Background: an optimization exercise with open tools, aiming at small area, a short achievable clock period and few clock cycles per item. Do not read the settings as production practice.

==> inputs of 10-24 <==
Design prl_tag_engine, start of the top module:
module prl_tag_engine (
    input  wire         clk,
    input  wire         rst,           
    input  wire         cmd_valid,
    output wire         cmd_ready,
    input  wire [1:0]   cmd_op,        
    input  wire [1:0]   cmd_ksel,      
    input  wire [255:0] cmd_key,       
    input  wire [47:0]  cmd_frame,     
    input  wire [4:0]   cmd_pair,
    input  wire [7:0]   cmd_place,
    input  wire [7:0]   cmd_where,
    input  wire [3:0]   cmd_elem,
    input  wire [11:0]  cmd_obj,
    input  wire [2:0]   cmd_kind,
    input  wire [7:0]   cmd_state,
    output wire         tag_valid,
    input  wire         tag_ready,
    output wire [63:0]  tag,
    output wire         key_a_present,
    output wire         key_b_present
);
export LEC_CHECK = 0
export CAP_MARGIN = 20
export CORE_MARGIN = 2
export CORE_UTILIZATION = 25
export CTS_CLUSTER_DIAMETER = 100
export CTS_CLUSTER_SIZE = 20
export PLACE_DENSITY = 0.45
export SETUP_SLACK_MARGIN = 4.8
export SLEW_MARGIN = 20
create_clock -name core_clock -period 8.0 [get_ports {clk}]
standard.sh (not shown) runs the stock make flow with config.mk's settings and CLKGATE_MAP_FILE= SYNTH_SCRIPT=/design/flow/synth_recipe.tcl, a recipe that flattens the netlist after the stock synthesis.
==> flow/flow/run.sh <==
#!/bin/bash
set -euo pipefail
bash standard.sh "BUFFER_PORTS_ARGS=-buffer_cell sky130_fd_sc_hd__buf_1" "RECOVER_POWER=100" finish > flow_make.log 2>&1
==> inputs of 09-11, as changes to 10-24 <==
--- a/flow/design.v
+++ b/flow/design.v
@@ -237,20 +237,20 @@
 );
     wire [31:0] w3  = last[31:0];
     wire [31:0] rot = rot_step ? {w3[23:0], w3[31:24]} : w3;
     aes_sbox_a u_s0 (.a(rot[31:24]), .m(mid[59:45]));
     aes_sbox_a u_s1 (.a(rot[23:16]), .m(mid[44:30]));
     aes_sbox_a u_s2 (.a(rot[15:8]),  .m(mid[29:15]));
     aes_sbox_a u_s3 (.a(rot[7:0]),   .m(mid[14:0]));
-    wire [31:0] rc  = rot_step ? {rcon, 24'h000000} : 32'h00000000;
-    wire [31:0] w0  = prev[127:96];
-    wire [31:0] w01 = w0 ^ prev[95:64];
-    wire [31:0] w02 = w01 ^ prev[63:32];
-    wire [31:0] w03 = w01 ^ (prev[63:32] ^ prev[31:0]);
-    assign p = {w0 ^ rc, w01 ^ rc, w02 ^ rc, w03 ^ rc};
+    wire [31:0] rc = rot_step ? {rcon, 24'h000000} : 32'h00000000;
+    wire [31:0] p0 = prev[127:96] ^ rc;
+    wire [31:0] p1 = prev[95:64]  ^ p0;
+    wire [31:0] p2 = prev[63:32]  ^ p1;
+    wire [31:0] p3 = prev[31:0]   ^ p2;
+    assign p = {p0, p1, p2, p3};
 endmodule
 module aes256_key_step_b (
     input  wire [127:0] p,
     input  wire [59:0]  mid,
     input  wire         load,
     input  wire         gate,
     input  wire [127:0] load_val,
@@ -286,16 +286,16 @@
     output wire [63:0]  tag,
     output wire         key_a_present,
     output wire         key_b_present
 );
     localparam [1:0] OP_TAG   = 2'd0;
     localparam [1:0] OP_LOAD  = 2'd1;
     localparam [1:0] OP_CLEAR = 2'd2;
-    localparam integer RUN = 10, PL = 9, SB = 8, OK = 7, PK = 6;
-    localparam integer CW = 11;
+    localparam integer RUN = 11, LP = 10, PL = 9, SB = 8, OK = 7, PK = 6;
+    localparam integer CW = 12;
     reg [255:0] key_a, key_b;
     reg [127:0] l_a, l_b;
     reg         key_a_ok, key_b_ok;
     reg         crdy;          
     reg [1:0]   op_q;          
     reg [1:0]   ksel_q;
     reg [CW-1:0] c_a1, c_a2, c_b1, c_b2;
@@ -303,27 +303,22 @@
     reg [255:0] kst_a, kst_b;
     reg [239:0] mid_a, mid_b;
     reg [127:0] krk_a, krk_b;
     reg [127:0] kp_a, kp_b;
     reg [59:0]  kmid_a, kmid_b;
     reg         ld;            
     reg         sel;           
-    reg         lpend;         
-    reg         lpb;
-    reg         lst;           
     reg         dl;            
     reg [62:0]  t_q;           
-    reg [62:0]  t_r;           
     reg         t_v;
     reg [2:0]   nsq;           
     reg [2:0]   hsq;           
     wire fire    = crdy && cmd_valid;
     wire do_tag  = fire && op_q == OP_TAG;
     wire do_load = fire && op_q == OP_LOAD && !ksel_q[1];
-    wire key_wr  = crdy && op_q == OP_LOAD && !ksel_q[1];
     wire do_clr  = fire && op_q == OP_CLEAR;
     wire m_last  = c_b2[RUN] && c_b2[2:0] == 3'd7;
     wire l_wr    = m_last &&  c_b2[PL];
     wire pop     = t_v && tag_ready;
     function has_tag;
         input [CW-1:0] c;
         has_tag = (c[RUN] && c[2:0] == 3'd7 && !c[PL]) || c[PK];
@@ -386,15 +381,15 @@
     );
     wire [255:0] slot_key = sel ? key_b : key_a;
     wire [127:0] slot_l   = sel ? l_b : l_a;
     wire [127:0] cmd_msg = {cmd_frame, 3'b000, cmd_pair, cmd_place, cmd_where,
                             4'h0, cmd_elem, 4'h0, cmd_obj, 5'b00000, cmd_kind,
                             cmd_state, 16'h0000};
     wire [127:0] k1       = {slot_l[126:0], 1'b0} ^ (slot_l[127] ? 128'h87 : 128'h0);
-    wire [127:0] msg_k1   = (cmd_msg ^ k1) & {128{ld && !lst}};
+    wire [127:0] msg_k1   = (cmd_msg ^ k1) & {128{ld && !c_b2[LP]}};
     wire [127:0] kst_hi_n = ld ? slot_key[255:128] : krk_b;
     wire [127:0] st_a_n, sub_b;
     aes_round_b u_rb2 (
         .mid       (mid_b),
         .add_in    (kst_hi_n ^ msg_k1),
         .keep      (!ld),
         .state_out (st_a_n),
@@ -403,96 +398,87 @@
     wire [127:0] fin = sub_b ^ krk_b;
     wire [127:0] rk_a_n;
     aes256_key_step_b u_kb2 (
         .p        (kp_b),
         .mid      (kmid_b),
         .load     (ld || park_in),
         .gate     (ld || park_in || park_on),
-        .load_val ({park_in ? fin[127:66] : slot_key[127:66], slot_key[65:0]}),
+        .load_val (park_in ? fin : slot_key[127:0]),
         .next     (rk_a_n)
     );
     wire slot_ok = !ksel_q[1] && (ksel_q[0] ? key_b_ok : key_a_ok);
     reg [CW-1:0] c_a1_n;
     always @(*) begin
-        if (lst)
-            c_a1_n = {1'b1, 1'b1, lpb, 1'b0, 1'b0, 3'd0, 3'd1};
+        if (c_b2[LP])
+            c_a1_n = {1'b1, 1'b0, 1'b1, c_b2[SB], 1'b0, 1'b0, 3'd0, 3'd1};
         else if (do_tag)
-            c_a1_n = {1'b1, 1'b0, ksel_q[0], slot_ok, 1'b0, nsq, 3'd1};
+            c_a1_n = {1'b1, 1'b0, 1'b0, ksel_q[0], slot_ok, 1'b0, nsq, 3'd1};
+        else if (do_load)
+            c_a1_n = {1'b0, 1'b1, 1'b0, ksel_q[0], 1'b0, 1'b0, 3'd0, 3'd0};
         else if (has_tag(c_b2) && !dl)
-            c_a1_n = {1'b0, 1'b0, c_b2[SB], c_b2[OK], 1'b1, c_b2[5:3], 3'd0};
+            c_a1_n = {1'b0, 1'b0, 1'b0, c_b2[SB], c_b2[OK], 1'b1, c_b2[5:3], 3'd0};
         else if (c_b2[RUN] && !m_last)
             c_a1_n = {c_b2[CW-1:3], c_b2[2:0] + 3'd1};
         else
             c_a1_n = {CW{1'b0}};
     end
     wire       t_v_n = dl || (t_v && !tag_ready);
     wire [2:0] hsq_n = hsq + {2'b00, dl};
     wire dl_n   = has_tag(c_b1) && c_b1[5:3] == hsq_n && !t_v_n;
-    wire free_n  = (!c_b1[RUN] && !c_b1[PK]) || dl_n;
-    wire ld_n    = free_n;
-    wire lpend_n = (lpend && !lst) || do_load;
-    wire lpb_n   = do_load ? ksel_q[0] : lpb;
-    wire lst_n   = lpend_n && free_n;
+    wire free_n = (!c_b1[RUN] && !c_b1[LP] && !c_b1[PK]) || dl_n;
+    wire ld_n   = free_n || c_b1[LP];
     function lbusy;
         input [CW-1:0] c;
         input       s;
-        lbusy = c[RUN] && c[PL] && c[SB] == s;
+        lbusy = (c[LP] || (c[RUN] && c[PL])) && c[SB] == s;
     endfunction
-    wire lbusy_a = (lpend_n && !lpb_n) ||
-                   lbusy(c_a1_n, 1'b0) || lbusy(c_a1, 1'b0) ||
+    wire lbusy_a = lbusy(c_a1_n, 1'b0) || lbusy(c_a1, 1'b0) ||
                    lbusy(c_a2, 1'b0)   || lbusy(c_b1, 1'b0);
-    wire lbusy_b = (lpend_n && lpb_n) ||
-                   lbusy(c_a1_n, 1'b1) || lbusy(c_a1, 1'b1) ||
+    wire lbusy_b = lbusy(c_a1_n, 1'b1) || lbusy(c_a1, 1'b1) ||
                    lbusy(c_a2, 1'b1)   || lbusy(c_b1, 1'b1);
     wire lconf   = (cmd_op == OP_TAG && !cmd_ksel[1] && (cmd_ksel[0] ? lbusy_b : lbusy_a)) ||
                    (cmd_op == OP_LOAD && (lbusy_a || lbusy_b));
     wire [61:0] mac = c_b2[PK] ? kp_b[127:66] : fin[127:66];
     wire [62:0] tin = {c_b2[OK] & c_b2[SB], mac & {62{c_b2[OK]}}};
     always @(posedge clk) begin
         op_q   <= cmd_op;
         ksel_q <= cmd_ksel;
-        sel    <= lst_n ? lpb_n : cmd_ksel[0];
-        lpb    <= lpb_n;
+        sel    <= c_b1[LP] ? c_b1[SB] : cmd_ksel[0];
         mid_a  <= mid_a_n;
         krk_a  <= kst_a[127:0];
         kp_a   <= kp_a_n;
         kmid_a <= kmid_a_n;
         st_b   <= st_b_n;
         kst_b  <= {krk_a, rk_b_n};
         mid_b  <= mid_b_n;
         krk_b  <= kst_b[127:0];
-        kp_b   <= {kp_b_n[127:96], c_b1[PK] ? kst_b[223:194] : kp_b_n[95:66], kp_b_n[65:0]};
+        kp_b   <= c_b1[PK] ? kst_b[255:128] : kp_b_n;
         kmid_b <= kmid_b_n;
         st_a   <= st_a_n;
         kst_a  <= {kst_hi_n, rk_a_n};
-        if (key_wr && !ksel_q[0]) key_a <= cmd_key;
-        if (key_wr &&  ksel_q[0]) key_b <= cmd_key;
+        if (do_load && !ksel_q[0]) key_a <= cmd_key;
+        if (do_load &&  ksel_q[0]) key_b <= cmd_key;
         if (l_wr && !c_b2[SB]) l_a <= fin;
         if (l_wr &&  c_b2[SB]) l_b <= fin;
-        t_q <= dl ? tin : t_r;
-        t_r <= dl ? tin : t_q;
+        if (dl) t_q <= tin;
         if (rst) begin
             crdy     <= 1'b0;
             key_a_ok <= 1'b0;
             key_b_ok <= 1'b0;
             c_a1     <= {CW{1'b0}};
             c_a2     <= {CW{1'b0}};
             c_b1     <= {CW{1'b0}};
             c_b2     <= {CW{1'b0}};
             ld       <= 1'b1;
-            lpend    <= 1'b0;
-            lst      <= 1'b0;
             dl       <= 1'b0;
             t_v      <= 1'b0;
             nsq      <= 3'd0;
             hsq      <= 3'd0;
         end else begin
-            crdy  <= cmd_valid && !fire && free_n && !lst_n && !lconf;
-            lpend <= lpend_n;
-            lst   <= lst_n;
+            crdy  <= cmd_valid && !fire && free_n && !lconf;
             c_a1  <= c_a1_n;
             c_a2  <= c_a1;
             c_b1  <= c_a2;
             c_b2  <= c_b1;
             ld    <= ld_n;
             dl    <= dl_n;
             t_v   <= t_v_n;
==> flow/run.sh (new file) <==
#!/bin/bash
# synth_recipe.tcl (not shown) runs the flow's synth.tcl, then flattens the netlist and writes it again
# the make line also repeats each setting of config.mk as NAME=value (left out here)
make -C /OpenROAD-flow-scripts/flow DESIGN_CONFIG=/design/flow/config.mk WORK_HOME=/design/flow/orfs CLKGATE_MAP_FILE= SYNTH_SCRIPT=/design/flow/synth_recipe.tcl finish
--- a/flow/config.mk
+++ b/flow/config.mk
@@ -7,9 +7,9 @@
 export LEC_CHECK = 0
 export CAP_MARGIN = 20
 export CORE_MARGIN = 2
 export CORE_UTILIZATION = 25
 export CTS_CLUSTER_DIAMETER = 100
 export CTS_CLUSTER_SIZE = 20
 export PLACE_DENSITY = 0.45
-export SETUP_SLACK_MARGIN = 4.8
+export SETUP_SLACK_MARGIN = 4.5
 export SLEW_MARGIN = 20
removed: flow/flow/run.sh
removed: flow/standard.sh
==> comparison <==
10-24 finished but failed the layout checks on capacitance limit, slew limit. 09-11 passed the timing, design-rule and antenna checks.
Between 10-24 and 09-11, the lower first-iteration DRC count is in 10-24 (gap about 13%, measured against 09-11).
Against 09-11, the clock skew of 10-24 is higher by 0.041 ns.
Between 09-11 and 10-24, the lower worst setup slack is in 10-24 (gap 2.0 ns).
Between 10-24 and 09-11, the lower final cell count is in 10-24 (gap 2.1%, measured against 09-11).
Of 09-11 and 10-24, 09-11 has the higher critical path depth (gap 3).
No functional check of the RTL was part of any run of this note.

==> afterwards: timing with drivers on the ports <==
Ports are ideal in the flow. The routed layouts listed here were re-timed in OpenROAD.
Step 1 assumes that a clkbuf_16 drives the clock port and a buf_2 every other input.
Step 2 times the ports against the registers' clock, not the clock port: input delays grow and output delays shrink by t, the midpoint of the rising clock arrivals with the driver on.
Three values: ideal, step 1, step 2; two values: the first two.
run	shift t [ns]	setup WS [ns]	hold WS [ns]	slew at the worst register clock pin (ns)	worst data-port slew with drivers (ns)
10-24	1.088	2.454 / 2.454 / 2.454	0.293 / 0.293 / 0.293	0.10 / 0.10	0.13
09-11	1.058	4.408 / 4.408 / 3.620	0.310 / 0.310 / 0.310	0.10 / 0.10	0.16
The setup slack of 09-11, which loses most, moves by 0.000 ns with the drivers and by -0.788 ns with both steps.
